From an optimization exercise on the open Yosys and OpenROAD flow, aimed at small area, a short achievable clock period and few clock cycles per item; shortcuts taken in it are not production practice.
In this exercise RTL edits were held to simulation tests only and were not proved equivalent to the original.

tundra:
Design sdft_core, start of the top module:
module sdft_core (
    input  wire         clk,
    input  wire         rst,         
    input  wire         op_valid,
    output wire         op_ready,
    input  wire         op_clr,      
    input  wire [7:0]   op_mask,
    input  wire         op_half,     
    input  wire         op_neg,      
    input  wire [255:0] op_xn,       
    input  wire [255:0] op_xo,
    input  wire [31:0]  op_cos,      
    input  wire [31:0]  op_sin,
    output wire         idle,
    input  wire [2:0]   rd_ch,
    output wire [79:0]  rd_re,
    output wire [79:0]  rd_im,
    output wire [7:0]   wrap
);
Size in the first run: ~27,000 cells after synthesis, roughly 760 I/O pins.
export LEC_CHECK = 0
export CAP_MARGIN = 35
export CELL_PAD_IN_SITES_DETAIL_PLACEMENT = 1
export CELL_PAD_IN_SITES_GLOBAL_PLACEMENT = 1
export CORE_MARGIN = 2
export CORE_UTILIZATION = 40
export PLACE_DENSITY = 0.5
export SLEW_MARGIN = 35
create_clock -name core_clock -period 25.0 [get_ports {clk}]
standard.sh (not shown) runs the stock make flow with config.mk's settings and CLKGATE_MAP_FILE= SYNTH_SCRIPT=/design/flow/synth_recipe.tcl, a recipe that flattens the netlist after the stock synthesis.
==> flow/flow/run.sh <==
#!/bin/bash
# The standard layout, with two changes to how it is made:
#  - timing repair aims at SETUP_SLACK_MARGIN ns of setup slack, i.e. at a
#    shorter period than the clock's (the clock period and constraints are
#    the design's, unchanged), repairing the worst 5% of endpoints;
#  - global routing holds back more of met1/met2 (flow/fastroute.tcl).
set -euo pipefail
here=$(pwd)
bash standard.sh SETUP_SLACK_MARGIN=13 TNS_END_PERCENT=5 \
    FASTROUTE_TCL="$here/flow/fastroute.tcl" finish > standard_flow.log 2>&1
==> flow/flow/fastroute.tcl <==
# Global routing layers as the platform's fastroute.tcl sets them, with more
# of met1 and met2 held back for pin access, so that global routing leaves
# less to the detailed router on the crowded lower layers.
set_global_routing_layer_adjustment $::env(MIN_ROUTING_LAYER)-$::env(MAX_ROUTING_LAYER) 0.2
set_global_routing_layer_adjustment met1 0.55
set_global_routing_layer_adjustment met2 0.35

set_routing_layers -clock $::env(MIN_CLK_ROUTING_LAYER)-$::env(MAX_ROUTING_LAYER)
set_routing_layers -signal $::env(MIN_ROUTING_LAYER)-$::env(MAX_ROUTING_LAYER)
tundra: all stages done; final checks FAILED (capacitance limit, slew limit).
Testbench counts of tundra, summed over its fixed seeds: cycles 780, ops 384.
### tundra -> indigo
Settings: swapping 35 for 60 in SLEW_MARGIN; swapping 35 for 60 in CAP_MARGIN.
==> comparison <==
indigo reached the end of the flow, and the finished layout is clean on the timing, DRC and antenna checks.
Diff tundra -> indigo: final critical path time including I/O delays and setup increased 0.069 ns, number of buffers added by the clock tree synthesis step decreased 0.91%.
NOTE: clock transition at the registers of the reported paths in indigo exceeds that of tundra
| post-placement cell count | lower: tundra |
In indigo relative to tundra, routed wire length had gone up slightly.
The placed standard-cell area of indigo is higher than that of tundra.
On final clock period utilization by the worst path, the higher figure sits with indigo, not tundra.
Total of clock buffers placed in the layout: tundra and indigo compared, higher one is tundra
What pepper does differently from indigo at the input level:
Settings: ABC_AREA: unset -> 1.
- Re number of buffers inserted for hold repair after clock tree synthesis: no difference whatsoever between indigo and pepper.
- Re fraction of the mapped netlist area in simple logic gates: indigo was lower than pepper.
- Among pepper and indigo, the run that stopped before the end is pepper, and it is the only one.
- pepper did not run to completion, as it errored out during global routing (5_1_grt).
- Re total placed instance area: pepper and indigo aren't equal, and the higher value belongs to indigo.
- Vertical die dimension in pepper is 1.1% below indigo.
- Synthesized cell count grows by more than 10% when moving from indigo to pepper.
- Taking indigo over pepper, the buffers inserted during post-CTS setup optimization ratio works out to 1.13.
diff inputs: pepper => fjord
Settings: a deleted ABC_AREA that had been 1; a change of SLEW_MARGIN from 60 to 20; a change of CAP_MARGIN from 60 to 20.
### Flow results
fjord: flow complete, layout not clean; failing: capacitance limit, slew limit
fjord ends up with a synthesized net count that is about 9% lower than in pepper.
What fjord reported for count of distinct cell types in the synthesized netlist has to be multiplied by 0.63 to get the figure for pepper.
fjord vs pepper on standard-cell row count: fjord is the higher one.
Summary: with pepper as the reference, cell area after placement in fjord moved down slightly.
fjord vs. pepper: worst slack at placement went down by 0.37 ns, detailed placer's ending HPWL went down by about 11%, synthesized cell count went down by about 11%, die extent in x went up by 1.1%.
Of fjord and pepper, it is fjord that has the lower number of gates given a new drive strength after cts.
Min xor/xnor share of the synthesized area across pepper and fjord: fjord
Looking only at post-synthesis share of cell area spent on full adders, half adders and majority gates, and setting everything else aside, the higher value of pepper and fjord goes to pepper.

afterwards: timing with drivers on the ports:
The results above use ideal ports. As a check the final layouts listed here were re-extracted and re-timed, cells and wires unchanged.
Step 1 assumes that a clkbuf_16 drives the clock port and a buf_2 every other input.
Step 2 moves the port delays by t, midway between the first and last clock arrival at a register: inputs arrive t later, outputs are due t later. That takes back most of the time a late clock gives input paths.
Three values: ideal, step 1, step 2; two values: the first two.
run | shift t [ns] | setup WS [ns] | latest minus earliest clock arrival (ns) | worst slew at a driven data input, ns
tundra | 1.205 | 12.763 / 12.298 / 12.298 | 0.128 / 0.128 | 0.56
indigo | 1.192 | 12.693 / 12.531 / 12.531 | 0.121 / 0.121 | 0.25
fjord | 1.213 | 12.750 / 12.240 / 12.240 | 0.113 / 0.114 | 0.63
For fjord, which loses most, drivers alone change the setup slack by -0.510 ns; drivers and shift together by -0.510 ns.
